Background: an optimization exercise with open tools, aiming at small area. Do not read the settings as production practice.
The RTL was checked by simulation tests, not by an equivalence proof against the original design.
Power is estimated from default activity; no workload was simulated.

==> flow/design.v <==
module ox_decim_rca #(parameter W = 31) (
    input  wire [W-1:0] a,
    input  wire [W-1:0] b,
    output wire [W-1:0] s
);
    wire [W:0] c;
    assign c[0] = 1'b0;
    genvar i;
    generate
        for (i = 0; i < W; i = i + 1) begin : g
            assign s[i]   = a[i] ^ b[i] ^ c[i];
            assign c[i+1] = (a[i] & b[i]) | (a[i] & c[i]) | (b[i] & c[i]);
        end
    endgenerate
endmodule
module ox_decim_mac_add (
    input  wire [35:0] a,
    input  wire [31:0] g0,
    input  wire [31:0] g1,
    input  wire [31:0] g2,
    input  wire [31:0] g3,
    input  wire [31:0] g4,
    input  wire [31:0] g5,
    input  wire [2:0]  v,
    output wire [35:0] x
);
    wire t1, t2, t3, t4, t5, t6, t7, t8, t9, t10, t11, t12, t13, t14, t15, t16;
    wire t17, t18, t19, t20, t21, t22, t23, t24, t25, t26, t27, t28, t29, t30, t31, t32;
    wire t33, t34, t35, t36, t37, t38, t39, t40, t41, t42, t43, t44, t45, t46, t47, t48;
    wire t49, t50, t51, t52, t53, t54, t55, t56, t57, t58, t59, t60, t61, t62, t63, t64;
    wire t65, t66, t67, t68, t69, t70, t71, t72, t73, t74, t75, t76, t77, t78, t79, t80;
    wire t81, t82, t83, t84, t85, t86, t87, t88, t89, t90, t91, t92, t93, t94, t95, t96;
    wire t97, t98, t99, t100, t101, t102, t103, t104, t105, t106, t107, t108, t109, t110, t111, t112;
    wire t113, t114, t115, t116, t117, t118, t119, t120, t121, t122, t123, t124, t125, t126, t127, t128;
    wire t129, t130, t131, t132, t133, t134, t135, t136, t137, t138, t139, t140, t141, t142, t143, t144;
    wire t145, t146, t147, t148, t149, t150, t151, t152, t153, t154, t155, t156, t157, t158, t159, t160;
    wire t161, t162, t163, t164, t165, t166, t167, t168, t169, t170, t171, t172, t173, t174, t175, t176;
    wire t177, t178, t179, t180, t181, t182, t183, t184, t185, t186, t187, t188, t189, t190, t191, t192;
    wire t193, t194, t195, t196, t197, t198, t199, t200, t201, t202, t203, t204, t205, t206, t207, t208;
    wire t209, t210, t211, t212, t213, t214, t215, t216, t217, t218, t219, t220, t221, t222, t223, t224;
    wire t225, t226, t227, t228, t229, t230, t231, t232, t233, t234, t235, t236, t237, t238, t239, t240;
    wire t241, t242, t243, t244, t245, t246, t247, t248, t249, t250, t251, t252, t253, t254, t255, t256;
    wire t257, t258, t259, t260, t261, t262, t263, t264, t265, t266, t267, t268, t269, t270, t271, t272;
    wire t273, t274, t275, t276, t277, t278, t279, t280, t281, t282, t283, t284, t285, t286, t287, t288;
    wire t289, t290, t291, t292, t293, t294, t295, t296, t297, t298, t299, t300, t301, t302, t303, t304;
    wire t305, t306, t307, t308, t309, t310, t311, t312, t313, t314, t315, t316, t317, t318, t319, t320;
    wire t321, t322, t323, t324, t325, t326, t327, t328, t329, t330, t331, t332, t333, t334, t335, t336;
    wire t337, t338, t339, t340, t341, t342, t343, t344, t345, t346, t347, t348, t349, t350, t351, t352;
    wire t353, t354, t355, t356, t357, t358, t359, t360, t361, t362, t363, t364, t365, t366, t367, t368;
    wire t369, t370, t371, t372, t373, t374, t375, t376, t377, t378, t379, t380, t381, t382, t383, t384;
    wire t385, t386, t387, t388, t389, t390, t391, t392, t393, t394, t395, t396, t397, t398, t399, t400;
    wire t401, t402, t403, t404, t405;
    assign t1 = a[0] ^ g0[0];
    assign t2 = a[0] & g0[0];
    assign t3 = a[1] ^ g0[1] ^ g1[1];
    assign t4 = (a[1] & g0[1]) | (a[1] & g1[1]) | (g0[1] & g1[1]);
    assign t5 = a[2] ^ g0[2] ^ g1[2];
    assign t6 = (a[2] & g0[2]) | (a[2] & g1[2]) | (g0[2] & g1[2]);
    assign t7 = a[3] ^ g0[3] ^ g1[3];
    assign t8 = (a[3] & g0[3]) | (a[3] & g1[3]) | (g0[3] & g1[3]);
    assign t9 = a[4] ^ g0[4] ^ g1[4];
    assign t10 = (a[4] & g0[4]) | (a[4] & g1[4]) | (g0[4] & g1[4]);
    assign t11 = a[5] ^ g0[5] ^ g1[5];
    assign t12 = (a[5] & g0[5]) | (a[5] & g1[5]) | (g0[5] & g1[5]);
    assign t13 = a[6] ^ g0[6] ^ g1[6];
    assign t14 = (a[6] & g0[6]) | (a[6] & g1[6]) | (g0[6] & g1[6]);
    assign t15 = a[7] ^ g0[7] ^ g1[7];
    assign t16 = (a[7] & g0[7]) | (a[7] & g1[7]) | (g0[7] & g1[7]);
    assign t17 = a[8] ^ g0[8] ^ g1[8];
    assign t18 = (a[8] & g0[8]) | (a[8] & g1[8]) | (g0[8] & g1[8]);
    assign t19 = a[9] ^ g0[9] ^ g1[9];
    assign t20 = (a[9] & g0[9]) | (a[9] & g1[9]) | (g0[9] & g1[9]);
    assign t21 = a[10] ^ g0[10] ^ g1[10];
    assign t22 = (a[10] & g0[10]) | (a[10] & g1[10]) | (g0[10] & g1[10]);
    assign t23 = a[11] ^ g0[11] ^ g1[11];
    assign t24 = (a[11] & g0[11]) | (a[11] & g1[11]) | (g0[11] & g1[11]);
    assign t25 = a[12] ^ g0[12] ^ g1[12];
    assign t26 = (a[12] & g0[12]) | (a[12] & g1[12]) | (g0[12] & g1[12]);
    assign t27 = a[13] ^ g0[13] ^ g1[13];
    assign t28 = (a[13] & g0[13]) | (a[13] & g1[13]) | (g0[13] & g1[13]);
    assign t29 = a[14] ^ g0[14] ^ g1[14];
    assign t30 = (a[14] & g0[14]) | (a[14] & g1[14]) | (g0[14] & g1[14]);
    assign t31 = a[15] ^ g0[15] ^ g1[15];
    assign t32 = (a[15] & g0[15]) | (a[15] & g1[15]) | (g0[15] & g1[15]);
    assign t33 = a[16] ^ g0[16] ^ g1[16];
    assign t34 = (a[16] & g0[16]) | (a[16] & g1[16]) | (g0[16] & g1[16]);
    assign t35 = a[17] ^ g0[17] ^ g1[17];
    assign t36 = (a[17] & g0[17]) | (a[17] & g1[17]) | (g0[17] & g1[17]);
    assign t37 = a[18] ^ g0[18] ^ g1[18];
    assign t38 = (a[18] & g0[18]) | (a[18] & g1[18]) | (g0[18] & g1[18]);
    assign t39 = a[19] ^ g0[19] ^ g1[19];
    assign t40 = (a[19] & g0[19]) | (a[19] & g1[19]) | (g0[19] & g1[19]);
    assign t41 = a[20] ^ g0[20] ^ g1[20];
    assign t42 = (a[20] & g0[20]) | (a[20] & g1[20]) | (g0[20] & g1[20]);
    assign t43 = a[21] ^ g0[21] ^ g1[21];
    assign t44 = (a[21] & g0[21]) | (a[21] & g1[21]) | (g0[21] & g1[21]);
    assign t45 = a[22] ^ g0[22] ^ g1[22];
    assign t46 = (a[22] & g0[22]) | (a[22] & g1[22]) | (g0[22] & g1[22]);
    assign t47 = a[23] ^ g0[23] ^ g1[23];
    assign t48 = (a[23] & g0[23]) | (a[23] & g1[23]) | (g0[23] & g1[23]);
    assign t49 = a[24] ^ g0[24] ^ g1[24];
    assign t50 = (a[24] & g0[24]) | (a[24] & g1[24]) | (g0[24] & g1[24]);
    assign t51 = a[25] ^ g0[25] ^ g1[25];
    assign t52 = (a[25] & g0[25]) | (a[25] & g1[25]) | (g0[25] & g1[25]);
    assign t53 = a[26] ^ g0[26] ^ g1[26];
    assign t54 = (a[26] & g0[26]) | (a[26] & g1[26]) | (g0[26] & g1[26]);
    assign t55 = a[27] ^ g0[27] ^ g1[27];
    assign t56 = (a[27] & g0[27]) | (a[27] & g1[27]) | (g0[27] & g1[27]);
    assign t57 = a[28] ^ g0[28] ^ g1[28];
    assign t58 = (a[28] & g0[28]) | (a[28] & g1[28]) | (g0[28] & g1[28]);
    assign t59 = a[29] ^ g0[29] ^ g1[29];
    assign t60 = (a[29] & g0[29]) | (a[29] & g1[29]) | (g0[29] & g1[29]);
    assign t61 = a[30] ^ g0[30] ^ g1[30];
    assign t62 = (a[30] & g0[30]) | (a[30] & g1[30]) | (g0[30] & g1[30]);
    assign t63 = g2[30] ^ g3[30];
    assign t64 = g2[30] & g3[30];
    assign t65 = a[31] ^ g0[31] ^ g1[31];
    assign t66 = (a[31] & g0[31]) | (a[31] & g1[31]) | (g0[31] & g1[31]);
    assign t67 = g2[31] ^ g3[31] ^ g4[31];
    assign t68 = (g2[31] & g3[31]) | (g2[31] & g4[31]) | (g3[31] & g4[31]);
    assign t69 = g1[0] ^ g2[0] ^ g3[0];
    assign t70 = (g1[0] & g2[0]) | (g1[0] & g3[0]) | (g2[0] & g3[0]);
    assign t71 = g2[1] ^ g3[1] ^ g4[1];
    assign t72 = (g2[1] & g3[1]) | (g2[1] & g4[1]) | (g3[1] & g4[1]);
    assign t73 = g5[1] ^ t2;
    assign t74 = g5[1] & t2;
    assign t75 = g2[2] ^ g3[2] ^ g4[2];
    assign t76 = (g2[2] & g3[2]) | (g2[2] & g4[2]) | (g3[2] & g4[2]);
    assign t77 = g5[2] ^ t4 ^ t5;
    assign t78 = (g5[2] & t4) | (g5[2] & t5) | (t4 & t5);
    assign t79 = g2[3] ^ g3[3] ^ g4[3];
    assign t80 = (g2[3] & g3[3]) | (g2[3] & g4[3]) | (g3[3] & g4[3]);
    assign t81 = g5[3] ^ t6 ^ t7;
    assign t82 = (g5[3] & t6) | (g5[3] & t7) | (t6 & t7);
    assign t83 = g2[4] ^ g3[4] ^ g4[4];
    assign t84 = (g2[4] & g3[4]) | (g2[4] & g4[4]) | (g3[4] & g4[4]);
    assign t85 = g5[4] ^ t8 ^ t9;
    assign t86 = (g5[4] & t8) | (g5[4] & t9) | (t8 & t9);
    assign t87 = g2[5] ^ g3[5] ^ g4[5];
    assign t88 = (g2[5] & g3[5]) | (g2[5] & g4[5]) | (g3[5] & g4[5]);
    assign t89 = g5[5] ^ t10 ^ t11;
    assign t90 = (g5[5] & t10) | (g5[5] & t11) | (t10 & t11);
    assign t91 = g2[6] ^ g3[6] ^ g4[6];
    assign t92 = (g2[6] & g3[6]) | (g2[6] & g4[6]) | (g3[6] & g4[6]);
    assign t93 = g5[6] ^ t12 ^ t13;
    assign t94 = (g5[6] & t12) | (g5[6] & t13) | (t12 & t13);
    assign t95 = g2[7] ^ g3[7] ^ g4[7];
    assign t96 = (g2[7] & g3[7]) | (g2[7] & g4[7]) | (g3[7] & g4[7]);
    assign t97 = g5[7] ^ t14 ^ t15;
    assign t98 = (g5[7] & t14) | (g5[7] & t15) | (t14 & t15);
    assign t99 = g2[8] ^ g3[8] ^ g4[8];
    assign t100 = (g2[8] & g3[8]) | (g2[8] & g4[8]) | (g3[8] & g4[8]);
    assign t101 = g5[8] ^ t16 ^ t17;
    assign t102 = (g5[8] & t16) | (g5[8] & t17) | (t16 & t17);
    assign t103 = g2[9] ^ g3[9] ^ g4[9];
    assign t104 = (g2[9] & g3[9]) | (g2[9] & g4[9]) | (g3[9] & g4[9]);
    assign t105 = g5[9] ^ t18 ^ t19;
    assign t106 = (g5[9] & t18) | (g5[9] & t19) | (t18 & t19);
    assign t107 = g2[10] ^ g3[10] ^ g4[10];
    assign t108 = (g2[10] & g3[10]) | (g2[10] & g4[10]) | (g3[10] & g4[10]);
    assign t109 = g5[10] ^ t20 ^ t21;
    assign t110 = (g5[10] & t20) | (g5[10] & t21) | (t20 & t21);
    assign t111 = g2[11] ^ g3[11] ^ g4[11];
    assign t112 = (g2[11] & g3[11]) | (g2[11] & g4[11]) | (g3[11] & g4[11]);
    assign t113 = g5[11] ^ t22 ^ t23;
    assign t114 = (g5[11] & t22) | (g5[11] & t23) | (t22 & t23);
    assign t115 = g2[12] ^ g3[12] ^ g4[12];
    assign t116 = (g2[12] & g3[12]) | (g2[12] & g4[12]) | (g3[12] & g4[12]);
    assign t117 = g5[12] ^ t24 ^ t25;
    assign t118 = (g5[12] & t24) | (g5[12] & t25) | (t24 & t25);
    assign t119 = g2[13] ^ g3[13] ^ g4[13];
    assign t120 = (g2[13] & g3[13]) | (g2[13] & g4[13]) | (g3[13] & g4[13]);
    assign t121 = g5[13] ^ t26 ^ t27;
    assign t122 = (g5[13] & t26) | (g5[13] & t27) | (t26 & t27);
    assign t123 = g2[14] ^ g3[14] ^ g4[14];
    assign t124 = (g2[14] & g3[14]) | (g2[14] & g4[14]) | (g3[14] & g4[14]);
    assign t125 = g5[14] ^ t28 ^ t29;
    assign t126 = (g5[14] & t28) | (g5[14] & t29) | (t28 & t29);
    assign t127 = g2[15] ^ g3[15] ^ g4[15];
    assign t128 = (g2[15] & g3[15]) | (g2[15] & g4[15]) | (g3[15] & g4[15]);
    assign t129 = g5[15] ^ t30 ^ t31;
    assign t130 = (g5[15] & t30) | (g5[15] & t31) | (t30 & t31);
    assign t131 = g2[16] ^ g3[16] ^ g4[16];
    assign t132 = (g2[16] & g3[16]) | (g2[16] & g4[16]) | (g3[16] & g4[16]);
    assign t133 = g5[16] ^ t32 ^ t33;
    assign t134 = (g5[16] & t32) | (g5[16] & t33) | (t32 & t33);
    assign t135 = g2[17] ^ g3[17] ^ g4[17];
    assign t136 = (g2[17] & g3[17]) | (g2[17] & g4[17]) | (g3[17] & g4[17]);
    assign t137 = g5[17] ^ t34 ^ t35;
    assign t138 = (g5[17] & t34) | (g5[17] & t35) | (t34 & t35);
    assign t139 = g2[18] ^ g3[18] ^ g4[18];
    assign t140 = (g2[18] & g3[18]) | (g2[18] & g4[18]) | (g3[18] & g4[18]);
    assign t141 = g5[18] ^ t36 ^ t37;
    assign t142 = (g5[18] & t36) | (g5[18] & t37) | (t36 & t37);
    assign t143 = g2[19] ^ g3[19] ^ g4[19];
    assign t144 = (g2[19] & g3[19]) | (g2[19] & g4[19]) | (g3[19] & g4[19]);
    assign t145 = g5[19] ^ t38 ^ t39;
    assign t146 = (g5[19] & t38) | (g5[19] & t39) | (t38 & t39);
    assign t147 = g2[20] ^ g3[20] ^ g4[20];
    assign t148 = (g2[20] & g3[20]) | (g2[20] & g4[20]) | (g3[20] & g4[20]);
    assign t149 = g5[20] ^ t40 ^ t41;
    assign t150 = (g5[20] & t40) | (g5[20] & t41) | (t40 & t41);
    assign t151 = g2[21] ^ g3[21] ^ g4[21];
    assign t152 = (g2[21] & g3[21]) | (g2[21] & g4[21]) | (g3[21] & g4[21]);
    assign t153 = g5[21] ^ t42 ^ t43;
    assign t154 = (g5[21] & t42) | (g5[21] & t43) | (t42 & t43);
    assign t155 = g2[22] ^ g3[22] ^ g4[22];
    assign t156 = (g2[22] & g3[22]) | (g2[22] & g4[22]) | (g3[22] & g4[22]);
    assign t157 = g5[22] ^ t44 ^ t45;
    assign t158 = (g5[22] & t44) | (g5[22] & t45) | (t44 & t45);
    assign t159 = g2[23] ^ g3[23] ^ g4[23];
    assign t160 = (g2[23] & g3[23]) | (g2[23] & g4[23]) | (g3[23] & g4[23]);
    assign t161 = g5[23] ^ t46 ^ t47;
    assign t162 = (g5[23] & t46) | (g5[23] & t47) | (t46 & t47);
    assign t163 = g2[24] ^ g3[24] ^ g4[24];
    assign t164 = (g2[24] & g3[24]) | (g2[24] & g4[24]) | (g3[24] & g4[24]);
    assign t165 = g5[24] ^ t48 ^ t49;
    assign t166 = (g5[24] & t48) | (g5[24] & t49) | (t48 & t49);
    assign t167 = g2[25] ^ g3[25] ^ g4[25];
    assign t168 = (g2[25] & g3[25]) | (g2[25] & g4[25]) | (g3[25] & g4[25]);
    assign t169 = g5[25] ^ t50 ^ t51;
    assign t170 = (g5[25] & t50) | (g5[25] & t51) | (t50 & t51);
    assign t171 = g2[26] ^ g3[26] ^ g4[26];
    assign t172 = (g2[26] & g3[26]) | (g2[26] & g4[26]) | (g3[26] & g4[26]);
    assign t173 = g5[26] ^ t52 ^ t53;
    assign t174 = (g5[26] & t52) | (g5[26] & t53) | (t52 & t53);
    assign t175 = g2[27] ^ g3[27] ^ g4[27];
    assign t176 = (g2[27] & g3[27]) | (g2[27] & g4[27]) | (g3[27] & g4[27]);
    assign t177 = g5[27] ^ t54 ^ t55;
    assign t178 = (g5[27] & t54) | (g5[27] & t55) | (t54 & t55);
    assign t179 = g2[28] ^ g3[28] ^ g4[28];
    assign t180 = (g2[28] & g3[28]) | (g2[28] & g4[28]) | (g3[28] & g4[28]);
    assign t181 = g5[28] ^ t56 ^ t57;
    assign t182 = (g5[28] & t56) | (g5[28] & t57) | (t56 & t57);
    assign t183 = g2[29] ^ g3[29] ^ g4[29];
    assign t184 = (g2[29] & g3[29]) | (g2[29] & g4[29]) | (g3[29] & g4[29]);
    assign t185 = g5[29] ^ t58 ^ t59;
    assign t186 = (g5[29] & t58) | (g5[29] & t59) | (t58 & t59);
    assign t187 = g4[30] ^ g5[30] ^ v[0];
    assign t188 = (g4[30] & g5[30]) | (g4[30] & v[0]) | (g5[30] & v[0]);
    assign t189 = t60 ^ t61 ^ t63;
    assign t190 = (t60 & t61) | (t60 & t63) | (t61 & t63);
    assign t191 = g5[31] ^ v[1] ^ t62;
    assign t192 = (g5[31] & v[1]) | (g5[31] & t62) | (v[1] & t62);
    assign t193 = t64 ^ t65 ^ t67;
    assign t194 = (t64 & t65) | (t64 & t67) | (t65 & t67);
    assign t195 = a[32] ^ v[2] ^ t66;
    assign t196 = (a[32] & v[2]) | (a[32] & t66) | (v[2] & t66);
    assign t197 = g4[0] ^ g5[0];
    assign t198 = g4[0] & g5[0];
    assign t199 = t3 ^ t70 ^ t71;
    assign t200 = (t3 & t70) | (t3 & t71) | (t70 & t71);
    assign t201 = t72 ^ t74 ^ t75;
    assign t202 = (t72 & t74) | (t72 & t75) | (t74 & t75);
    assign t203 = t76 ^ t78 ^ t79;
    assign t204 = (t76 & t78) | (t76 & t79) | (t78 & t79);
    assign t205 = t80 ^ t82 ^ t83;
    assign t206 = (t80 & t82) | (t80 & t83) | (t82 & t83);
    assign t207 = t84 ^ t86 ^ t87;
    assign t208 = (t84 & t86) | (t84 & t87) | (t86 & t87);
    assign t209 = t88 ^ t90 ^ t91;
    assign t210 = (t88 & t90) | (t88 & t91) | (t90 & t91);
    assign t211 = t92 ^ t94 ^ t95;
    assign t212 = (t92 & t94) | (t92 & t95) | (t94 & t95);
    assign t213 = t96 ^ t98 ^ t99;
    assign t214 = (t96 & t98) | (t96 & t99) | (t98 & t99);
    assign t215 = t100 ^ t102 ^ t103;
    assign t216 = (t100 & t102) | (t100 & t103) | (t102 & t103);
    assign t217 = t104 ^ t106 ^ t107;
    assign t218 = (t104 & t106) | (t104 & t107) | (t106 & t107);
    assign t219 = t108 ^ t110 ^ t111;
    assign t220 = (t108 & t110) | (t108 & t111) | (t110 & t111);
    assign t221 = t112 ^ t114 ^ t115;
    assign t222 = (t112 & t114) | (t112 & t115) | (t114 & t115);
    assign t223 = t116 ^ t118 ^ t119;
    assign t224 = (t116 & t118) | (t116 & t119) | (t118 & t119);
    assign t225 = t120 ^ t122 ^ t123;
    assign t226 = (t120 & t122) | (t120 & t123) | (t122 & t123);
    assign t227 = t124 ^ t126 ^ t127;
    assign t228 = (t124 & t126) | (t124 & t127) | (t126 & t127);
    assign t229 = t128 ^ t130 ^ t131;
    assign t230 = (t128 & t130) | (t128 & t131) | (t130 & t131);
    assign t231 = t132 ^ t134 ^ t135;
    assign t232 = (t132 & t134) | (t132 & t135) | (t134 & t135);
    assign t233 = t136 ^ t138 ^ t139;
    assign t234 = (t136 & t138) | (t136 & t139) | (t138 & t139);
    assign t235 = t140 ^ t142 ^ t143;
    assign t236 = (t140 & t142) | (t140 & t143) | (t142 & t143);
    assign t237 = t144 ^ t146 ^ t147;
    assign t238 = (t144 & t146) | (t144 & t147) | (t146 & t147);
    assign t239 = t148 ^ t150 ^ t151;
    assign t240 = (t148 & t150) | (t148 & t151) | (t150 & t151);
    assign t241 = t152 ^ t154 ^ t155;
    assign t242 = (t152 & t154) | (t152 & t155) | (t154 & t155);
    assign t243 = t156 ^ t158 ^ t159;
    assign t244 = (t156 & t158) | (t156 & t159) | (t158 & t159);
    assign t245 = t160 ^ t162 ^ t163;
    assign t246 = (t160 & t162) | (t160 & t163) | (t162 & t163);
    assign t247 = t164 ^ t166 ^ t167;
    assign t248 = (t164 & t166) | (t164 & t167) | (t166 & t167);
    assign t249 = t168 ^ t170 ^ t171;
    assign t250 = (t168 & t170) | (t168 & t171) | (t170 & t171);
    assign t251 = t172 ^ t174 ^ t175;
    assign t252 = (t172 & t174) | (t172 & t175) | (t174 & t175);
    assign t253 = t176 ^ t178 ^ t179;
    assign t254 = (t176 & t178) | (t176 & t179) | (t178 & t179);
    assign t255 = t180 ^ t182 ^ t183;
    assign t256 = (t180 & t182) | (t180 & t183) | (t182 & t183);
    assign t257 = t184 ^ t186 ^ t187;
    assign t258 = (t184 & t186) | (t184 & t187) | (t186 & t187);
    assign t259 = t188 ^ t190 ^ t191;
    assign t260 = (t188 & t190) | (t188 & t191) | (t190 & t191);
    assign t261 = t68 ^ t192 ^ t194;
    assign t262 = (t68 & t192) | (t68 & t194) | (t192 & t194);
    assign t263 = t1 ^ t69;
    assign t264 = t1 & t69;
    assign t265 = t73 ^ t198 ^ t199;
    assign t266 = (t73 & t198) | (t73 & t199) | (t198 & t199);
    assign t267 = t77 ^ t200 ^ t201;
    assign t268 = (t77 & t200) | (t77 & t201) | (t200 & t201);
    assign t269 = t81 ^ t202 ^ t203;
    assign t270 = (t81 & t202) | (t81 & t203) | (t202 & t203);
    assign t271 = t85 ^ t204 ^ t205;
    assign t272 = (t85 & t204) | (t85 & t205) | (t204 & t205);
    assign t273 = t89 ^ t206 ^ t207;
    assign t274 = (t89 & t206) | (t89 & t207) | (t206 & t207);
    assign t275 = t93 ^ t208 ^ t209;
    assign t276 = (t93 & t208) | (t93 & t209) | (t208 & t209);
    assign t277 = t97 ^ t210 ^ t211;
    assign t278 = (t97 & t210) | (t97 & t211) | (t210 & t211);
    assign t279 = t101 ^ t212 ^ t213;
    assign t280 = (t101 & t212) | (t101 & t213) | (t212 & t213);
    assign t281 = t105 ^ t214 ^ t215;
    assign t282 = (t105 & t214) | (t105 & t215) | (t214 & t215);
    assign t283 = t109 ^ t216 ^ t217;
    assign t284 = (t109 & t216) | (t109 & t217) | (t216 & t217);
    assign t285 = t113 ^ t218 ^ t219;
    assign t286 = (t113 & t218) | (t113 & t219) | (t218 & t219);
    assign t287 = t117 ^ t220 ^ t221;
    assign t288 = (t117 & t220) | (t117 & t221) | (t220 & t221);
    assign t289 = t121 ^ t222 ^ t223;
    assign t290 = (t121 & t222) | (t121 & t223) | (t222 & t223);
    assign t291 = t125 ^ t224 ^ t225;
    assign t292 = (t125 & t224) | (t125 & t225) | (t224 & t225);
    assign t293 = t129 ^ t226 ^ t227;
    assign t294 = (t129 & t226) | (t129 & t227) | (t226 & t227);
    assign t295 = t133 ^ t228 ^ t229;
    assign t296 = (t133 & t228) | (t133 & t229) | (t228 & t229);
    assign t297 = t137 ^ t230 ^ t231;
    assign t298 = (t137 & t230) | (t137 & t231) | (t230 & t231);
    assign t299 = t141 ^ t232 ^ t233;
    assign t300 = (t141 & t232) | (t141 & t233) | (t232 & t233);
    assign t301 = t145 ^ t234 ^ t235;
    assign t302 = (t145 & t234) | (t145 & t235) | (t234 & t235);
    assign t303 = t149 ^ t236 ^ t237;
    assign t304 = (t149 & t236) | (t149 & t237) | (t236 & t237);
    assign t305 = t153 ^ t238 ^ t239;
    assign t306 = (t153 & t238) | (t153 & t239) | (t238 & t239);
    assign t307 = t157 ^ t240 ^ t241;
    assign t308 = (t157 & t240) | (t157 & t241) | (t240 & t241);
    assign t309 = t161 ^ t242 ^ t243;
    assign t310 = (t161 & t242) | (t161 & t243) | (t242 & t243);
    assign t311 = t165 ^ t244 ^ t245;
    assign t312 = (t165 & t244) | (t165 & t245) | (t244 & t245);
    assign t313 = t169 ^ t246 ^ t247;
    assign t314 = (t169 & t246) | (t169 & t247) | (t246 & t247);
    assign t315 = t173 ^ t248 ^ t249;
    assign t316 = (t173 & t248) | (t173 & t249) | (t248 & t249);
    assign t317 = t177 ^ t250 ^ t251;
    assign t318 = (t177 & t250) | (t177 & t251) | (t250 & t251);
    assign t319 = t181 ^ t252 ^ t253;
    assign t320 = (t181 & t252) | (t181 & t253) | (t252 & t253);
    assign t321 = t185 ^ t254 ^ t255;
    assign t322 = (t185 & t254) | (t185 & t255) | (t254 & t255);
    assign t323 = t189 ^ t256 ^ t257;
    assign t324 = (t189 & t256) | (t189 & t257) | (t256 & t257);
    assign t325 = t193 ^ t258 ^ t259;
    assign t326 = (t193 & t258) | (t193 & t259) | (t258 & t259);
    assign t327 = t195 ^ t260 ^ t261;
    assign t328 = (t195 & t260) | (t195 & t261) | (t260 & t261);
    assign t329 = a[33] ^ t196 ^ t262;
    assign t330 = (a[33] & t196) | (a[33] & t262) | (t196 & t262);
    assign t331 = a[34] ^ 1'b1;
    assign t332 = a[34] & 1'b1;
    assign t333 = a[35] ^ 1'b1;
    assign t334 = a[35] & 1'b1;
    assign t335 = t197 ^ t263;
    assign t336 = t197 & t263;
    assign t337 = t264 ^ t265 ^ t336;
    assign t338 = (t264 & t265) | (t264 & t336) | (t265 & t336);
    assign t339 = t266 ^ t267 ^ t338;
    assign t340 = (t266 & t267) | (t266 & t338) | (t267 & t338);
    assign t341 = t268 ^ t269 ^ t340;
    assign t342 = (t268 & t269) | (t268 & t340) | (t269 & t340);
    assign t343 = t270 ^ t271 ^ t342;
    assign t344 = (t270 & t271) | (t270 & t342) | (t271 & t342);
    assign t345 = t272 ^ t273 ^ t344;
    assign t346 = (t272 & t273) | (t272 & t344) | (t273 & t344);
    assign t347 = t274 ^ t275 ^ t346;
    assign t348 = (t274 & t275) | (t274 & t346) | (t275 & t346);
    assign t349 = t276 ^ t277 ^ t348;
    assign t350 = (t276 & t277) | (t276 & t348) | (t277 & t348);
    assign t351 = t278 ^ t279 ^ t350;
    assign t352 = (t278 & t279) | (t278 & t350) | (t279 & t350);
    assign t353 = t280 ^ t281 ^ t352;
    assign t354 = (t280 & t281) | (t280 & t352) | (t281 & t352);
    assign t355 = t282 ^ t283 ^ t354;
    assign t356 = (t282 & t283) | (t282 & t354) | (t283 & t354);
    assign t357 = t284 ^ t285 ^ t356;
    assign t358 = (t284 & t285) | (t284 & t356) | (t285 & t356);
    assign t359 = t286 ^ t287 ^ t358;
    assign t360 = (t286 & t287) | (t286 & t358) | (t287 & t358);
    assign t361 = t288 ^ t289 ^ t360;
    assign t362 = (t288 & t289) | (t288 & t360) | (t289 & t360);
    assign t363 = t290 ^ t291 ^ t362;
    assign t364 = (t290 & t291) | (t290 & t362) | (t291 & t362);
    assign t365 = t292 ^ t293 ^ t364;
    assign t366 = (t292 & t293) | (t292 & t364) | (t293 & t364);
    assign t367 = t294 ^ t295 ^ t366;
    assign t368 = (t294 & t295) | (t294 & t366) | (t295 & t366);
    assign t369 = t296 ^ t297 ^ t368;
    assign t370 = (t296 & t297) | (t296 & t368) | (t297 & t368);
    assign t371 = t298 ^ t299 ^ t370;
    assign t372 = (t298 & t299) | (t298 & t370) | (t299 & t370);
    assign t373 = t300 ^ t301 ^ t372;
    assign t374 = (t300 & t301) | (t300 & t372) | (t301 & t372);
    assign t375 = t302 ^ t303 ^ t374;
    assign t376 = (t302 & t303) | (t302 & t374) | (t303 & t374);
    assign t377 = t304 ^ t305 ^ t376;
    assign t378 = (t304 & t305) | (t304 & t376) | (t305 & t376);
    assign t379 = t306 ^ t307 ^ t378;
    assign t380 = (t306 & t307) | (t306 & t378) | (t307 & t378);
    assign t381 = t308 ^ t309 ^ t380;
    assign t382 = (t308 & t309) | (t308 & t380) | (t309 & t380);
    assign t383 = t310 ^ t311 ^ t382;
    assign t384 = (t310 & t311) | (t310 & t382) | (t311 & t382);
    assign t385 = t312 ^ t313 ^ t384;
    assign t386 = (t312 & t313) | (t312 & t384) | (t313 & t384);
    assign t387 = t314 ^ t315 ^ t386;
    assign t388 = (t314 & t315) | (t314 & t386) | (t315 & t386);
    assign t389 = t316 ^ t317 ^ t388;
    assign t390 = (t316 & t317) | (t316 & t388) | (t317 & t388);
    assign t391 = t318 ^ t319 ^ t390;
    assign t392 = (t318 & t319) | (t318 & t390) | (t319 & t390);
    assign t393 = t320 ^ t321 ^ t392;
    assign t394 = (t320 & t321) | (t320 & t392) | (t321 & t392);
    assign t395 = t322 ^ t323 ^ t394;
    assign t396 = (t322 & t323) | (t322 & t394) | (t323 & t394);
    assign t397 = t324 ^ t325 ^ t396;
    assign t398 = (t324 & t325) | (t324 & t396) | (t325 & t396);
    assign t399 = t326 ^ t327 ^ t398;
    assign t400 = (t326 & t327) | (t326 & t398) | (t327 & t398);
    assign t401 = t328 ^ t329 ^ t400;
    assign t402 = (t328 & t329) | (t328 & t400) | (t329 & t400);
    assign t403 = t330 ^ t331 ^ t402;
    assign t404 = (t330 & t331) | (t330 & t402) | (t331 & t402);
    assign t405 = t332 ^ t333 ^ t404;
    assign x = {t405, t403, t401, t399, t397, t395, t393, t391, t389, t387, t385, t383, t381, t379, t377, t375, t373, t371, t369, t367, t365, t363, t361, t359, t357, t355, t353, t351, t349, t347, t345, t343, t341, t339, t337, t335};
endmodule
module ox_decim (
    input  wire        clk,
    input  wire        rst,           
    input  wire        start,         
    input  wire        stop,          
    input  wire        bit_valid,     
    input  wire        bit_in,        
    input  wire        coef_we,       
    input  wire [3:0]  coef_addr,     
    input  wire [31:0] coef_data,     
    output reg         out_valid,
    output wire [31:0] out_data,
    output wire        out_settled,
    output reg         running,
    output reg         coef_err
);
    localparam [4:0] K_SETTLE = 5'd18;
    reg [191:0] coef1;
    reg [191:0] coef2;
    always @(posedge clk) begin
        coef_err <= 1'b0;
        if (rst) begin
            coef_err <= 1'b0;
        end else if (coef_we) begin
            if (running) begin
                coef_err <= 1'b1;
            end else if (coef_addr[2:0] <= 3'd5) begin
                if (coef_addr[3])
                    coef2[32*coef_addr[2:0] +: 32] <= coef_data;
                else
                    coef1[32*coef_addr[2:0] +: 32] <= coef_data;
            end
        end
    end
    wire clear  = rst | start | stop;
    wire accept = running & bit_valid & ~clear;
    always @(posedge clk) begin
        if (rst)
            running <= 1'b0;
        else if (start)
            running <= 1'b1;
        else if (stop)
            running <= 1'b0;
    end
    reg  [4:0] ph;
    wire       ph0  = (ph == 5'd0);
    wire       ph31 = (ph == 5'd31);
    always @(posedge clk)
        ph <= rst ? 5'd0 : ph + 5'd1;
    reg  [29:0] I1, I2, I3, I4, D;
    reg  [5:0]  bitcnt;
    wire        blk_end = accept & (bitcnt == 6'd63);
    wire [29:0] x1 = {29'd0, accept & bit_in};
    wire [29:0] n1, n2, n3, n4, nD;
    ox_decim_rca #(30) u_a1 (.a(I1), .b(x1),               .s(n1));
    ox_decim_rca #(30) u_a2 (.a(I2), .b(n1 & {30{accept}}), .s(n2));
    ox_decim_rca #(30) u_a3 (.a(I3), .b(n2 & {30{accept}}), .s(n3));
    ox_decim_rca #(30) u_a4 (.a(I4), .b(n3 & {30{accept}}), .s(n4));
    ox_decim_rca #(30) u_a5 (.a(D),  .b(n4 & {30{accept}}), .s(nD));
    always @(posedge clk) begin
        I1 <= clear ? 30'd0 : n1;
        I2 <= clear ? 30'd0 : n2;
        I3 <= clear ? 30'd0 : n3;
        I4 <= clear ? 30'd0 : n4;
        D  <= (clear | blk_end) ? 30'd0 : nD;
        if (clear)
            bitcnt <= 6'd0;
        else if (accept)
            bitcnt <= bitcnt + 6'd1;
    end
    reg        zc;         
    reg        zt;         
    reg  [2:0] nfree;      
    reg        tfree;      
    wire       zc_n = zc | ~bit_in;
    wire       zt_n = zt | (~bit_in & (bitcnt[5:2] != 4'd0));
    wire       sat_n = ~zc_n & ((nfree == 3'd4) | ((nfree == 3'd3) & tfree));
    always @(posedge clk) begin
        if (clear) begin
            zc    <= 1'b0;
            zt    <= 1'b0;
            nfree <= 3'd0;
            tfree <= 1'b0;
        end else if (accept) begin
            if (blk_end) begin
                zc <= 1'b0;
                zt <= 1'b0;
                if (zc_n) begin
                    nfree <= 3'd0;
                    tfree <= ~zt_n;
                end else if (nfree != 3'd4) begin
                    nfree <= nfree + 3'd1;
                end
            end else begin
                zc <= zc_n;
                zt <= zt_n;
            end
        end
    end
    reg  [29:0] snap;
    reg         satp;
    reg         pend;
    reg         comb_act;
    reg         hb1_act;
    wire        ph30 = (ph == 5'd30);
    wire [4:0]  cb   = ph + 5'd1;
    wire        cb01 = ph31 | ph0;            
    wire        comb_start = ~clear & ph30 & (pend | blk_end);
    always @(posedge clk) begin
        if (blk_end) begin
            snap <= nD;
            satp <= sat_n;
        end
        if (clear) begin
            pend     <= 1'b0;
            comb_act <= 1'b0;
            hb1_act  <= 1'b0;
        end else begin
            pend     <= (pend | blk_end) & ~comb_start;
            comb_act <= comb_start | (comb_act & ~ph30);
            hb1_act  <= comb_act;
        end
    end
    localparam [31:0] K1 = 32'h00e8ae80;
    localparam [31:0] K2 = 32'he2477000;
    localparam [31:0] K3 = 32'h9a0e0000;
    localparam [31:0] K4 = 32'h04000000;
    reg  [31:0] C1, C2, C3, C4;
    reg         comb_valid;            
    reg  [3:0]  brw;
    reg         s0b;
    wire [4:0]  sidx = cb - 5'd2;
    wire        x0  = ~cb01 & snap[sidx];
    wire        c1o = comb_valid ? C1[0] : K1[cb];
    wire        c2o = comb_valid ? C2[0] : K2[cb];
    wire        c3o = comb_valid ? C3[0] : K3[cb];
    wire        c4o = comb_valid ? C4[0] : K4[cb];
    wire        d2  = x0 ^ c1o ^ brw[0];
    wire        d3  = d2 ^ c2o ^ brw[1];
    wire        d4  = d3 ^ c3o ^ brw[2];
    wire        d5  = d4 ^ c4o ^ brw[3];
    wire        bo2 = (~x0 & c1o) | (~x0 & brw[0]) | (c1o & brw[0]);
    wire        bo3 = (~d2 & c2o) | (~d2 & brw[1]) | (c2o & brw[1]);
    wire        bo4 = (~d3 & c3o) | (~d3 & brw[2]) | (c3o & brw[2]);
    wire        bo5 = (~d4 & c4o) | (~d4 & brw[3]) | (c4o & brw[3]);
    always @(posedge clk) begin
        C1  <= {comb_act ? x0 : C1[0], C1[31:1]};
        C2  <= {comb_act ? d2 : C2[0], C2[31:1]};
        C3  <= {comb_act ? d3 : C3[0], C3[31:1]};
        C4  <= {comb_act ? d4 : C4[0], C4[31:1]};
        brw <= (comb_act & ~ph30) ? {bo5, bo4, bo3, bo2} : 4'd0;
        s0b <= satp ? ~ph30 : (d5 ^ ph30);
        if (clear)
            comb_valid <= 1'b0;
        else if (comb_act & ph30)
            comb_valid <= 1'b1;
    end
    reg        s0_odd_n;    
    reg  [3:0] nE1;         
    reg        s1_odd_n;    
    reg  [4:0] nE2;         
    wire       s0_even = s0_odd_n;
    reg        mbusy;
    reg  [6:0] mseq;
    wire       mac1 = mbusy & (mseq <= 7'd32);
    wire       so   = mbusy & (mseq >= 7'd33) & (mseq <= 7'd64);
    wire       mac2 = mbusy & (mseq >= 7'd65);
    wire       st2  = mac2;
    wire       macon = mac1 | mac2;
    wire       b0m  = mbusy & ((mseq == 7'd0)  | (mseq == 7'd65));
    wire       b31m = mbusy & ((mseq == 7'd31) | (mseq == 7'd96));
    wire       b32m = mbusy & ((mseq == 7'd32) | (mseq == 7'd97));
    wire       stk  = macon & ~b31m & ~b32m;     
    wire       so0  = mbusy & (mseq == 7'd33);
    wire       so31 = mbusy & (mseq == 7'd64);
    wire       s1_even = ~s1_odd_n;
    always @(posedge clk) begin
        if (clear) begin
            mbusy <= 1'b0;
            mseq  <= 7'd0;
        end else if (comb_act & ph31 & s0_even) begin
            mbusy <= 1'b1;
            mseq  <= 7'd0;
        end else if (mbusy) begin
            mseq <= mseq + 7'd1;
            if ((so31 & ~s1_even) | (mseq == 7'd97))
                mbusy <= 1'b0;
        end
    end
    always @(posedge clk) begin
        if (clear) begin
            s0_odd_n <= 1'b1;
            nE1      <= 4'd0;
            s1_odd_n <= 1'b1;
            nE2      <= 5'd0;
        end else begin
            if (comb_start)
                s0_odd_n <= ~s0_odd_n;
            if (hb1_act & ph31 & s0_even & (nE1 != 4'd11))
                nE1 <= nE1 + 4'd1;
            if (so31) begin
                s1_odd_n <= ~s1_odd_n;
                if (s1_even & (nE2 != K_SETTLE))
                    nE2 <= nE2 + 5'd1;
            end
        end
    end
    reg  [32*11-1:0] E1;
    reg  [32*6-1:0]  O1;
    wire shE1 = hb1_act & s0_even;
    wire shO1 = hb1_act & ~s0_even;
    integer k;
    always @(posedge clk) begin
        for (k = 0; k < 11; k = k + 1)
            E1[32*k +: 32] <= {shE1 ? ((k == 0) ? s0b : E1[32*(k-1)]) : E1[32*k],
                               E1[32*k+1 +: 31]};
        for (k = 0; k < 6; k = k + 1)
            O1[32*k +: 32] <= {shO1 ? ((k == 0) ? s0b : O1[32*(k-1)]) : O1[32*k],
                               O1[32*k+1 +: 31]};
    end
    reg  [32*12-1:0] E2;
    reg  [32*6-1:0]  O2;
    wire so_bit;
    wire shE2 = so & s1_even;
    wire shO2 = so & ~s1_even;
    always @(posedge clk) begin
        for (k = 0; k < 12; k = k + 1)
            E2[32*k +: 32] <= {shE2 ? ((k == 0) ? so_bit : E2[32*(k-1)]) : E2[32*k],
                               E2[32*k+1 +: 31]};
        for (k = 0; k < 6; k = k + 1)
            O2[32*k +: 32] <= {shO2 ? ((k == 0) ? so_bit : O2[32*(k-1)]) : O2[32*k],
                               O2[32*k+1 +: 31]};
    end
    wire [10:0] e1v;
    wire [11:0] e2v;
    genvar g;
    generate
        for (g = 0; g < 11; g = g + 1) begin : gv1
            assign e1v[g] = E1[32*g] & (nE1 > g);
        end
        for (g = 0; g < 12; g = g + 1) begin : gv2
            assign e2v[g] = E2[32*g] & (nE2 > g);
        end
    endgenerate
    wire [5:0] px1 = {s0b, e1v[0], e1v[1], e1v[2], e1v[3], e1v[4]};
    wire [5:0] py1 = {e1v[10], e1v[9], e1v[8], e1v[7], e1v[6], e1v[5]};
    wire [5:0] px2 = {e2v[0], e2v[1], e2v[2], e2v[3], e2v[4], e2v[5]};
    wire [5:0] py2 = {e2v[11], e2v[10], e2v[9], e2v[8], e2v[7], e2v[6]};
    wire       uc  = st2 ? (O2[32*5] & (nE2 >= 5'd6)) : (O1[32*5] & (nE1 >= 4'd5));
    wire [5:0] px = (st2 ? px2 : px1) ^ {6{b31m}};
    wire [5:0] py = (st2 ? py2 : py1) ^ {6{b31m}};
    reg  [5:0] pc;
    wire [5:0] psum = px ^ py ^ pc;
    wire [5:0] pcy  = (px & py) | (px & pc) | (py & pc);
    wire [5:0] dq   = {6{macon}} & (b32m ? ~pc : psum);
    wire [5:0] dq1  = dq & {6{~st2}};
    wire [5:0] dq2  = dq & {6{st2}};
    always @(posedge clk)
        pc <= (macon & ~b32m & ~clear) ? pcy : 6'd0;
    wire [35:0] G [0:5];
    generate
        for (g = 0; g < 6; g = g + 1) begin : gg
            wire [31:0] t = ({32{dq1[g]}} & coef1[32*g +: 32]) |
                            ({32{dq2[g]}} & coef2[32*g +: 32]);
            assign G[g] = {4'd0, ~t[31], t[30:0]};
        end
    endgenerate
    wire        cbit = macon & ~b32m & (uc ^ b31m);
    wire [5:0]  ctop = 6'd52 - {5'd0, b31m} + {5'd0, cbit};
    reg  [34:0] acc;
    reg         h0, h1;
    reg         sticky;
    reg         ovf_r, sign_r;
    wire [35:0] A = b0m ? 36'h040000000 : ({acc[34], acc} ^ {36{b32m}});
    wire [35:0] X;
    ox_decim_mac_add u_add (
        .a(A), .g0(G[0][31:0]), .g1(G[1][31:0]), .g2(G[2][31:0]),
        .g3(G[3][31:0]), .g4(G[4][31:0]), .g5(G[5][31:0]),
        .v(ctop[2:0]), .x(X)
    );
    wire [34:0] acc_n = X[35:1];
    wire        e     = X[0];
    always @(posedge clk) begin
        acc <= acc_n;
        h1  <= e;
        h0  <= h1;
        if (stk)
            sticky <= (sticky & ~b0m) | e;
        if (b32m) begin
            sign_r <= ~acc_n[34];
            ovf_r  <= ~((&acc_n[34:29]) | ~(|acc_n[34:29]));
        end
    end
    wire r0     = h0 & sticky;
    wire so_raw = so0 ? r0 : ~h0;
    assign so_bit = ovf_r ? (so31 ? sign_r : ~sign_r) : so_raw;
    always @(posedge clk)
        out_valid <= ~clear & mbusy & (mseq == 7'd97);
    assign out_data    = ovf_r ? {sign_r, {31{~sign_r}}} : {~acc[29:0], ~h1, r0};
    assign out_settled = (nE2 == K_SETTLE);
endmodule
==> flow/flow/run.sh <==
#!/bin/bash
# Layout: the standard flow (standard.sh), with two changes to how it is
# made: the clock tree is built from clkbuf_16 leaf clusters without dummy
# balancing loads, and the port buffers are the smallest buffer cell.
set -euo pipefail
export CTS_ARGS="-sink_clustering_enable -repair_clock_nets -dont_use_dummy_load -buf_list sky130_fd_sc_hd__clkbuf_16 -sink_clustering_size 24 -sink_clustering_max_diameter 100"
export BUFFER_PORTS_ARGS="-buffer_cell sky130_fd_sc_hd__buf_1"
bash standard.sh > standard.log 2>&1
==> flow/standard.sh <==
#!/bin/bash
# synth_recipe.tcl (not shown) runs the flow's synth.tcl, then flattens the netlist and writes it again
# the make line also repeats each setting of config.mk as NAME=value (left out here)
make -C /OpenROAD-flow-scripts/flow DESIGN_CONFIG=/design/flow/config.mk WORK_HOME=/design/flow/orfs CLKGATE_MAP_FILE= SYNTH_SCRIPT=/design/flow/synth_recipe.tcl "${@:-finish}"
==> flow/config.mk <==
export PLATFORM = sky130hd
export DESIGN_NAME = ox_decim
export DESIGN_NICKNAME = ox_decim
export VERILOG_FILES = /design/flow/design.v
export SDC_FILE = /design/flow/constraint.sdc
export NUM_CORES = 4
export LEC_CHECK = 0
export CAP_MARGIN = 20
export CORE_MARGIN = 2
export CORE_UTILIZATION = 60
export SLEW_MARGIN = 20
==> flow/constraint.sdc <==
create_clock -name core_clock -period 25.0 [get_ports {clk}]
set_input_delay 5.0000 -clock core_clock [delete_from_list [all_inputs] [get_ports {clk}]]
set_output_delay 5.0000 -clock core_clock [all_outputs]
set_load 0.01 [all_outputs]
==> impl_metrics.env, run 1 <==
export IMPL_num_nets_final=4827
export IMPL_drtPass1Iterations=6
export IMPL_critPathArrivalTime_ns=21.28
export IMPL_routed_via_count=31600
export IMPL_clk_transition_reported_paths_ns=0.10
export IMPL_layout_drive_gt1_share_pct=6.00
export IMPL_report_final_slew_viol_count=0
export IMPL_cts_repair_resize_count=0
export IMPL_antenna_found_initial=8
export IMPL_tritoncts_num_sinks=1907
export IMPL_start_util_pct=60.7
export IMPL_ys_warnings_count=1
export IMPL_final_cell_count_no_fill=5771
export IMPL_placedCellCount=5676
export IMPL_utilization_after_layout_pct=64.5
export IMPL_maxSlewHeadroom_pct=19.6
export IMPL_tritoncts="yes"
export IMPL_maxCapViolCount=0
export IMPL_detail_route_drc_violations=0
export IMPL_syn_instance_count=4414
export IMPL_finalPower_mw=5.10
export IMPL_synth_fp_nets=4840
export IMPL_grt_util_all_layers_pct=22.9
export IMPL_cts_root_to_sink_buffers=3
export IMPL_flops_latches_synth=1907
export IMPL_grt_start_max_net_pins=82
export IMPL_worst_path_most_repeated_cell="fa_1"
export IMPL_fin_tns_setup_ns=0
export IMPL_preCtsSetupSlack_ns=3.25
export IMPL_worst_setup_path_type="flip-flop to flip-flop"
export IMPL_routed_wire_length_per_instance_um=20.7
export IMPL_die_area_um2=106000
export IMPL_postCtsSetupRepairBufs=0
export IMPL_floorplan_die_height_um=325
export IMPL_yosys_cell_types_count=69
export IMPL_clk_insertion_delay_late_ns=0.70
export IMPL_setup_violations=0
export IMPL_cellPowerDensity_nw_per_um2=77.4
export IMPL_cts_buffers_inserted=90
export IMPL_drt_iter0_drc=2507
export IMPL_core_um2=102000
export IMPL_timing_critical_path_slowest_stage_cell="a31o_2"
export IMPL_synth_area_per_cell_um2=14.0
export IMPL_power_ir_vdd_worst_uv=69.7
export IMPL_report_final_hold_viol_count=0
export IMPL_rows=117
export IMPL_synth_async_sr_flop_share_pct=0
export IMPL_timing_hold_worst_class="flip-flop to flip-flop"
export IMPL_clock_tree_htree_level_count=3
export IMPL_synthesis_area_um2=62000
export IMPL_setup_worst_path_end_class="flip-flop"
export IMPL_maximum_fanout_along_the_worst_path=32
export IMPL_globalRouteOverflowTotal=0
export IMPL_route_detailed_vias_per_inst=5.47
export IMPL_root_buffer="clkbuf_16"
export IMPL_critical_path_max_stage_delay_ns=0.69
export IMPL_grt_setup_unrepaired="false"
export IMPL_vias_in_the_first_global_route=31200
export IMPL_power_leakage_nw=25.4
export IMPL_finalCritPeriodShare_pct=83.6
export IMPL_finalCriticalPeriod_ns=20.90
export IMPL_floorplan_io_pins=79
export IMPL_dp_hpwl_um=75700
export IMPL_worst_endpoint_required_ns=25.38
export IMPL_gp_congestion=0.876
export IMPL_routed_wl_um=119000
export IMPL_timing_fmax_ghz=0.0478
export IMPL_post_route_worst_setup_slack_ns=4.10
export IMPL_ys_dominant_reg_cell="dfxtp_1"
export IMPL_antenna_violating_nets_post_route=0
export IMPL_critPathLaunchType="flip-flop"
export IMPL_result_of_the_run="timing/DRC/antenna clean"
export IMPL_timing_worst_slew_pin_value_ns=1.21
export IMPL_area_added_between_synthesis_and_finish_pct=6.26
export IMPL_floorplan_die_width_um=325
export IMPL_clock_skew_ns=0.0832
export IMPL_buffer_ports_inserted=78
export IMPL_share_of_synthesized_area_occupied_by_flip_flops_and_latches_pct=68.3
export IMPL_synth_enable_flop_cells=418
export IMPL_grt_pass1_wl_um=186000
export IMPL_ctsHoldBuffers=0
==> cells by family after synthesis <==
family	Yosys count	synth area share (%)
flip-flops	1907	68.3
AND/OR/NAND/NOR	748	5.80
AO/OA/AOI/OAI	693	8.83
buffers and inverters	576	3.61
adder cells (fa/ha/maj)	383	11.6
multiplexers	61	1.22
XOR/XNOR	46	0.672
==> metal layers <==
| layer | global-route usage (%) | routed length [um] | up-vias |
|---|---|---|---|
| met5 | 0 | 17 | - |
| met4 | 7.57 | 3820 | 2 |
| met3 | 4.06 | 7310 | 195 |
| met2 | 35.6 | 53800 | 909 |
| met1 | 32.8 | 54300 | 15600 |
| li1 | - | - | 14800 |
==> cell usage in the layout (no fill, tap or decap), drive strengths merged, types with 62 or more instances in the layout <==
cell type  netlist  final
a32o           100    100
dfxtp         1489   1489
ha              67     67
nand2          254    254
fa             316    316
a22oi          130    130
buf             71    136
nor2           189    189
a22o           248    248
or3             62     62
inv            335    334
clkbuf         170     90
edfxtp         418    418
o21ai          122    122
==> final timing paths <==
check	start	to	slack, ns	cells past startpoint
worst max-delay path	mseq[1]	ovf_r	4.10	57
worst min-delay path	E1[158]	E1[157]	0.27	0
worst min register to register	E1[158]	E1[157]	0.27	0
worst max register to register	mseq[1]	ovf_r	4.10	57
==> Yosys cell counts (4+ instances only) <==
master | instances | share of area (%)
nor2_1 | 188 | 1.1
a22oi_2 | 30 | 0.61
fa_1 | 316 | 10
nand4_1 | 8 | 0.081
nand2_1 | 254 | 1.5
xor2_1 | 13 | 0.18
a211oi_1 | 5 | 0.061
mux4_2 | 7 | 0.25
edfxtp_1 | 418 | 20
nor3_1 | 9 | 0.073
o21ai_0 | 121 | 0.98
or3_1 | 61 | 0.62
nand2b_1 | 31 | 0.31
mux2i_1 | 17 | 0.27
a21oi_1 | 58 | 0.47
buf_1 | 34 | 0.21
a22o_1 | 248 | 3.5
a22oi_1 | 100 | 1.2
a32o_1 | 100 | 1.6
inv_1 | 335 | 2.0
xnor2_1 | 32 | 0.45
and3_1 | 37 | 0.37
buf_6 | 4 | 0.073
ha_1 | 67 | 1.4
and2_1 | 49 | 0.49
clkbuf_1 | 170 | 1.0
a31oi_1 | 5 | 0.050
nor2b_1 | 31 | 0.31
buf_2 | 32 | 0.26
mux2_2 | 36 | 0.65
nor4_1 | 7 | 0.071
nand3b_1 | 5 | 0.061
nand3_1 | 44 | 0.36
dfxtp_1 | 1489 | 48
==> registers in the layout, summed over array words and instances (netlist names), 6 cells and up <==
register	flops
I1	30
I3	30
coef2	192
snap	30
mseq	7
C3	32
D	30
acc	35
C2	32
E1	352
C4	32
bitcnt	6
E2	384
I2	30
pc	6
O1	192
O2	192
I4	30
C1	32
coef1	192
==> critical path, delay by kind of cell, from the launching register on <==
kind | cells | cell delay (ns)
flip-flops | 1 | 0.40
adder cells (fa/ha/maj) | 39 | 16.75
buffers and inverters | 8 | 0.81
XOR/XNOR | 1 | 0.17
multiplexers | 1 | 0.32
AO/OA/AOI/OAI | 5 | 1.48
AND/OR/NAND/NOR | 3 | 0.68
==> final cells by class <==
cell class / count / area (um^2)
well taps: 1368 / 1710
fillers: 7710 / 36300
inverters: 335 / 1260
flip-flops and latches: 1907 / 42400
clock buffers: 90 / 2250
diodes: 4 / 10.0
repair buffers: 136 / 748
multi-input cells: 1931 / 17500
==> per-stage QoR <==
step           cell area (um^2)  hold WS [ns]
2_1_floorplan             62000         0.310
3_3_place_gp              63600         0.310
3_5_place_dp              63600         0.312
4_1_cts                   65800         0.272
5_1_grt                   65900         0.284
6_report                  65900         0.274
==> where the power goes <==
group | switching, mW | internal (mW)
combinational | 0.218 | 0.121
clock | 0.876 | 0.643
sequential | 0.0518 | 3.19
total | 1.15 | 3.96
==> inputs of run 2 (changes only) <==
--- a/flow/design.v
+++ b/flow/design.v
@@ -475,21 +475,23 @@
 );
     localparam [4:0] K_SETTLE = 5'd18;
-    reg [191:0] coef1;
-    reg [191:0] coef2;
-    always @(posedge clk) begin
-        coef_err <= 1'b0;
-        if (rst) begin
-            coef_err <= 1'b0;
-        end else if (coef_we) begin
-            if (running) begin
-                coef_err <= 1'b1;
-            end else if (coef_addr[2:0] <= 3'd5) begin
-                if (coef_addr[3])
-                    coef2[32*coef_addr[2:0] +: 32] <= coef_data;
-                else
-                    coef1[32*coef_addr[2:0] +: 32] <= coef_data;
+    wire [191:0] coef1;
+    wire [191:0] coef2;
+    wire coef_wr = ~rst & coef_we & ~running;
+    always @(posedge clk)
+        coef_err <= ~rst & coef_we & running;
+    genvar w;
+    generate
+        for (w = 0; w < 6; w = w + 1) begin : gw
+            reg [31:0] a1, a2;      
+            always @(posedge clk) begin
+                if (coef_wr & (coef_addr == w))
+                    a1 <= coef_data;
+                if (coef_wr & (coef_addr == 8 + w))
+                    a2 <= coef_data;
             end
+            assign coef1[32*w +: 32] = a1;
+            assign coef2[32*w +: 32] = a2;
         end
-    end
+    endgenerate
     wire clear  = rst | start | stop;
     wire accept = running & bit_valid & ~clear;
==> flow/flow/run.sh (replaced) <==
#!/bin/bash
# Layout: the standard flow (standard.sh), with two changes to how it is
# made: the clock tree is built from clkbuf_16 leaf clusters without dummy
# balancing loads, and the port buffers are the smallest buffer cell.
set -euo pipefail
export CTS_ARGS="-sink_clustering_enable -repair_clock_nets -dont_use_dummy_load -buf_list sky130_fd_sc_hd__clkbuf_16 -sink_clustering_size 30 -sink_clustering_max_diameter 60"
export BUFFER_PORTS_ARGS="-buffer_cell sky130_fd_sc_hd__buf_1"
bash standard.sh > standard.log 2>&1
==> run 2 against run 1 <==
Final cell count decreased by 8.4%. First-iteration DRC count fell by 37%. Via count is 14% lower. Sequential share of layout area increased by 3.2 points. Maximum frequency is 4.2% higher. Critical path depth decreased by 1. Core utilization is 0.56 points higher. Clock skew grew 0.012 ns. Sequential power about the same. Highest routed layer unchanged. Global-route usage shrank 2.8 points. Worst hold slack got worse by 0.011 ns.
==> impl_metrics.env, run 2 <==
export IMPL_fin_tns_setup_ns=0
export IMPL_regToRegSetupSlack_ns=4.94
export IMPL_regToRegEndpoint="ovf_r"
export IMPL_maxSlewHeadroom_pct=16.8
export IMPL_clk_transition_reported_paths_ns=0.07
export IMPL_postCtsSetupRepairBufs=0
export IMPL_floorplan_die_height_um=316
export IMPL_synth_fp_nets=4348
export IMPL_worst_path_most_repeated_cell="fa_1"
export IMPL_share_of_synthesized_area_occupied_by_flip_flops_and_latches_pct=72.8
export IMPL_regToRegStartpoint="mseq[0]"
export IMPL_final_cell_mix="1489 x dfxtp_1, 418 x edfxtp_1, 321 x inv_1"
export IMPL_setup_violations=0
export IMPL_synth_async_sr_flop_share_pct=0
export IMPL_preCtsSetupSlack_ns=4.17
export IMPL_result_of_the_run="timing/DRC/antenna clean"
export IMPL_synth_enable_flop_cells=418
export IMPL_power_ir_vdd_worst_uv=64.7
export IMPL_grt_setup_unrepaired="false"
export IMPL_num_nets_final=4431
export IMPL_maximum_fanout_along_the_worst_path=33
export IMPL_placedCellCount=5173
export IMPL_synth_top_cells_by_count="1489 x dfxtp_1, 418 x edfxtp_1, 321 x inv_1"
export IMPL_timing_fmax_ghz=0.0499
export IMPL_finalPower_mw=5.13
export IMPL_grt_start_max_net_pins=193
export IMPL_tritoncts="yes"
export IMPL_die_area_um2=99500
export IMPL_timing_critical_path_slowest_stage_cell="or4b_4"
export IMPL_synth_area_per_cell_um2=14.8
export IMPL_routed_via_count=27200
export IMPL_min_path_cells=0
export IMPL_grt_util_all_layers_pct=20.1
export IMPL_worst_endpoint_required_ns=25.39
export IMPL_ys_dominant_reg_cell="dfxtp_1"
export IMPL_drt_iter0_drc=1576
export IMPL_yosys_cell_types_count=59
export IMPL_dp_hpwl_um=56400
export IMPL_clock_tree_htree_level_count=3
export IMPL_route_detailed_vias_per_inst=5.14
export IMPL_report_final_hold_viol_count=0
export IMPL_routed_wl_um=97000
export IMPL_power_leakage_nw=23.7
export IMPL_drtPass1Iterations=5
export IMPL_finalCritPeriodShare_pct=80.2
export IMPL_min_delay_startpoint="E2[159]"
export IMPL_synthesis_area_um2=58200
export IMPL_cts_buffers_inserted=111
export IMPL_cts_repair_resize_count=0
export IMPL_critPathArrivalTime_ns=20.45
export IMPL_final_common_cell="dfxtp_1"
export IMPL_netlist_top_cells_area="dfxtp_1 51%, edfxtp_1 22%, fa_1 11%"
export IMPL_rows=114
export IMPL_syn_instance_count=3927
export IMPL_flops_latches_synth=1907
export IMPL_root_buffer="clkbuf_16"
export IMPL_clk_insertion_delay_late_ns=0.72
export IMPL_setup_worst_path_end_class="flip-flop"
export IMPL_final_hold_worst_slack_ns=0.263
export IMPL_antenna_found_initial=9
export IMPL_reg2reg_depth=56
export IMPL_globalRouteOverflowTotal=0
export IMPL_routed_wire_length_per_instance_um=18.3
export IMPL_largest_register_ff_count=384
export IMPL_start_util_pct=60.4
export IMPL_critical_path_max_stage_delay_ns=0.53
export IMPL_grt_pass1_wl_um=155000
export IMPL_ys_warnings_count=1
export IMPL_yosys_area_top_type="dfxtp_1"
export IMPL_utilization_after_layout_pct=65.0
export IMPL_timing_worst_slew_pin_value_ns=1.25
export IMPL_detail_route_drc_violations=0
export IMPL_final_cell_area_um2=62700
export IMPL_largest_register="E2"
export IMPL_buffer_ports_inserted=78
export IMPL_floorplan_die_width_um=316
export IMPL_share_of_yosys_cell_area_claimed_by_the_top_area_cell_type_pct=51.2
export IMPL_critPathLaunchType="flip-flop"
export IMPL_floorplan_io_pins=79
export IMPL_layout_drive_gt1_share_pct=5.41
export IMPL_cts_root_to_sink_buffers=3
export IMPL_maxCapViolCount=0
export IMPL_clock_skew_ns=0.0956
export IMPL_ctsHoldBuffers=0
export IMPL_post_route_worst_setup_slack_ns=4.94
export IMPL_tritoncts_num_sinks=1907
export IMPL_finalCriticalPeriod_ns=20.06
export IMPL_report_final_slew_viol_count=0
export IMPL_post_dp_cell_area_um2=59900
export IMPL_synthMostInstantiatedCell="dfxtp_1"
export IMPL_cellPowerDensity_nw_per_um2=81.7
export IMPL_top_regs="E2 (384), E1 (352)"
export IMPL_gp_congestion=0.805
export IMPL_timing_hold_worst_class="flip-flop to flip-flop"
export IMPL_area_added_between_synthesis_and_finish_pct=7.72
export IMPL_core_um2=96400
export IMPL_vias_in_the_first_global_route=28100
export IMPL_final_cell_count_no_fill=5288
export IMPL_hold_path_end="E2[158]"
export IMPL_worst_setup_path_type="flip-flop to flip-flop"
export IMPL_antenna_violating_nets_post_route=0
## run 2: report_power, final
| part | internal [mW] | total (mW) | switching, mW |
|---|---|---|---|
| clock network | 0.783 | 1.67 | 0.887 |
| logic | 0.0929 | 0.251 | 0.158 |
| registers | 3.18 | 3.21 | 0.0261 |
| total | 4.06 | 5.13 | 1.07 |
## run 2: layout make-up
cell class | instances | area [um^2]
Timing Repair Buffer | 112 | 573
Sequential cell | 1907 | 42400
Clock buffer | 111 | 2780
Inverter | 321 | 1200
Tap cell | 1276 | 1600
Fill cell | 7049 | 33700
Multi-Input combinational cell | 1557 | 14200
Antenna cell | 4 | 10.0
## run 2: cells by family after synthesis
family,count (synthesis),share of synthesized area [%]
XOR/XNOR,45,0.701
AND/OR/NAND/NOR,712,5.63
multiplexers,60,1.22
adder cells (fa/ha/maj),378,12.2
buffers and inverters,463,3.10
AO/OA/AOI/OAI,362,4.40
flip-flops,1907,72.8
## run 2: critical path: cells and delay by family, from the launching register on
family          cells  cell delay [ns]
fa+ha+maj          39            15.95
simple gates        4             1.16
buf+inv             8             1.09
compound gates      4             0.88
flops               1             0.46
xor+xnor            1             0.22
## run 2: worst max-delay path by stage
stage / from / end / slack (ns) / cells past startpoint
2_1_floorplan: start / snap[29] / 4.62 / 46
3_3_place_gp: rst / snap[29] / 4.39 / 44
3_5_place_dp: rst / D[29] / 4.17 / 45
4_1_cts: mseq[0] / ovf_r / 4.82 / 56
5_1_grt: mseq[0] / ovf_r / 4.05 / 56
6_report: mseq[0] / ovf_r / 4.94 / 56
## run 2: layer usage
layer / GRT usage, % / vias up / share of wire [%]
met5: 0 / - / 0.056
met4: 6.00 / 8 / 2.9
met3: 3.61 / 173 / 4.9
met2: 31.7 / 499 / 46
met1: 28.8 / 13600 / 46
li1: - / 12900 / -
==> inputs of run 3 (changes only) <==
==> flow/flow/run.sh (replaced) <==
#!/bin/bash
# Layout: the standard flow (standard.sh), with two changes to how it is
# made: the clock tree is built from clkbuf_16 leaf clusters without dummy
# balancing loads, and the port buffers are the smallest buffer cell.
set -euo pipefail
export CTS_ARGS="-sink_clustering_enable -repair_clock_nets -dont_use_dummy_load -buf_list sky130_fd_sc_hd__clkbuf_16 -sink_clustering_size 36 -sink_clustering_max_diameter 45"
export BUFFER_PORTS_ARGS="-buffer_cell sky130_fd_sc_hd__buf_1"
bash standard.sh > standard.log 2>&1
==> run 3 against run 2 <==
Core utilization up 0.97 points. Largest power group unchanged. Highest routed layer unchanged. Final area is 1.5% higher. Sequential share of layout area is 0.99 points lower. Non-clock buffer count stayed put. Die area unchanged. Wire length increased by 0.68%. Worst hold slack better by 0.0040 ns. Global-route usage grew 0.27 points.
==> impl_metrics.env, run 3 <==
export IMPL_ys_dominant_reg_cell="dfxtp_1"
export IMPL_clk_insertion_delay_late_ns=0.76
export IMPL_grt_pass1_wl_um=156000
export IMPL_timing_fmax_ghz=0.0499
export IMPL_routed_wl_um=97600
export IMPL_top_regs="E2 (384), E1 (352)"
export IMPL_buffer_ports_inserted=78
export IMPL_yosys_area_top_type="dfxtp_1"
export IMPL_dp_hpwl_um=56400
export IMPL_netlist_top_cells_area="dfxtp_1 51%, edfxtp_1 22%, fa_1 11%"
export IMPL_n_fill_cell=6974
export IMPL_synth_fp_nets=4348
export IMPL_routed_wire_length_per_instance_um=18.3
export IMPL_tritoncts="yes"
export IMPL_cts_buffers_inserted=148
export IMPL_start_util_pct=60.4
export IMPL_area_added_between_synthesis_and_finish_pct=9.32
export IMPL_tritoncts_num_sinks=1907
export IMPL_cts_root_to_sink_buffers=3
export IMPL_largest_register_ff_count=384
export IMPL_multi_input_gate_area_in_the_final_layout_um2=14200
export IMPL_report_final_hold_viol_count=0
export IMPL_critical_path_top_delay_family="adder cells"
export IMPL_post_dp_cell_area_um2=59900
export IMPL_setup_worst_path_end_class="flip-flop"
export IMPL_synthesis_area_um2=58200
export IMPL_report_final_slew_viol_count=0
export IMPL_antenna_found_initial=11
export IMPL_grt_util_all_layers_pct=20.3
export IMPL_setup_violations=0
export IMPL_clk_transition_reported_paths_ns=0.08
export IMPL_maxSlewHeadroom_pct=9.85
export IMPL_num_nets_final=4468
export IMPL_result_of_the_run="timing/DRC/antenna clean"
export IMPL_clock_skew_ns=0.0825
export IMPL_ff_latch_area_um2=42400
export IMPL_final_common_cell="dfxtp_1"
export IMPL_floorplan_die_width_um=316
export IMPL_vias_in_the_first_global_route=28400
export IMPL_preCtsSetupSlack_ns=4.17
export IMPL_final_cell_area_um2=63600
export IMPL_worst_setup_path_type="flip-flop to flip-flop"
export IMPL_critPathArrivalTime_ns=20.49
export IMPL_syn_instance_count=3927
export IMPL_largest_register="E2"
export IMPL_timing_worst_slew_pin_value_ns=1.35
export IMPL_layout_drive_gt1_share_pct=6.28
export IMPL_core_um2=96400
export IMPL_synth_area_per_cell_um2=14.8
export IMPL_share_of_synthesized_area_occupied_by_flip_flops_and_latches_pct=72.8
export IMPL_synth_async_sr_flop_share_pct=0
export IMPL_cellPowerDensity_nw_per_um2=85.4
export IMPL_utilization_after_layout_pct=66.0
export IMPL_final_cell_mix="1489 x dfxtp_1, 418 x edfxtp_1, 321 x inv_1"
export IMPL_wl_met1_um=45000
export IMPL_critPathLaunchType="flip-flop"
export IMPL_synthMostInstantiatedCell="dfxtp_1"
export IMPL_post_route_worst_setup_slack_ns=4.96
export IMPL_antenna_violating_nets_post_route=0
export IMPL_route_met2_wl_um=44900
export IMPL_maxCapViolCount=0
export IMPL_finalCritPeriodShare_pct=80.2
export IMPL_root_buffer="clkbuf_16"
export IMPL_ctsHoldBuffers=0
export IMPL_routed_via_count=27200
export IMPL_drtPass1Iterations=5
export IMPL_detail_route_drc_violations=0
export IMPL_ys_warnings_count=1
export IMPL_final_hold_worst_slack_ns=0.267
export IMPL_buf_inv_on_cp=8
export IMPL_route_detailed_vias_per_inst=5.11
## run 3: power by group
part | total (mW) | switching (mW) | internal (mW)
registers | 3.21 | 0.0262 | 3.18
clock network | 1.98 | 0.938 | 1.04
logic | 0.252 | 0.159 | 0.0932
total | 5.44 | 1.12 | 4.31
## run 3: worst paths after layout
| check | from | endpoint | slack, ns | depth (start not counted) |
|---|---|---|---|---|
| worst max-delay path | mseq[0] | ovf_r | 4.96 | 56 |
| worst min-delay path | E1[94] | E1[93] | 0.27 | 0 |
| worst max register to register | mseq[0] | ovf_r | 4.96 | 56 |
| worst min register to register | E1[94] | E1[93] | 0.27 | 0 |
## run 3: logic make-up (layout without fill, tap and decap cells)
family                   Yosys count  in the layout  synth area share (%)
adder cells (fa/ha/maj)          378            378                  12.2
AO/OA/AOI/OAI                    362            362                  4.40
other                              0              6                     0
flip-flops                      1907           1907                  72.8
AND/OR/NAND/NOR                  712            712                  5.63
XOR/XNOR                          45             45                 0.701
multiplexers                      60             60                  1.22
buffers and inverters            463            581                  3.10
## run 3: layout make-up
cell class	count	area share, %
sequential	1907	66.6
clock buffer	148	5.82
timing repair buffer	112	0.900
tap	1276	2.51
inverter	321	1.89
antenna	6	0.0236
multi-input combinational	1557	22.3
## run 3: metal layers
metal / GRT usage (%) / vias to the layer above
met3: 4.18 / 179
met2: 31.8 / 529
met1: 28.7 / 13500
met5: 0 / -
met4: 6.97 / 10
li1: - / 13000
## run 3: stage by stage
stage | power (mW) | cells
floorplan | 3.44 | 3927
global placement | 3.52 | 5173
detailed placement | 3.53 | 5173
CTS | 5.50 | 5321
global route | 5.65 | 5324
finish | 5.44 | 5327

Check on run 3: ideal ports give 4.959 ns setup slack; a clkbuf_16 on the clock port and buf_2 on the inputs give 4.959 ns; moving port delays by the midpoint clock arrival (0.790 ns) as well gives 4.264 ns.
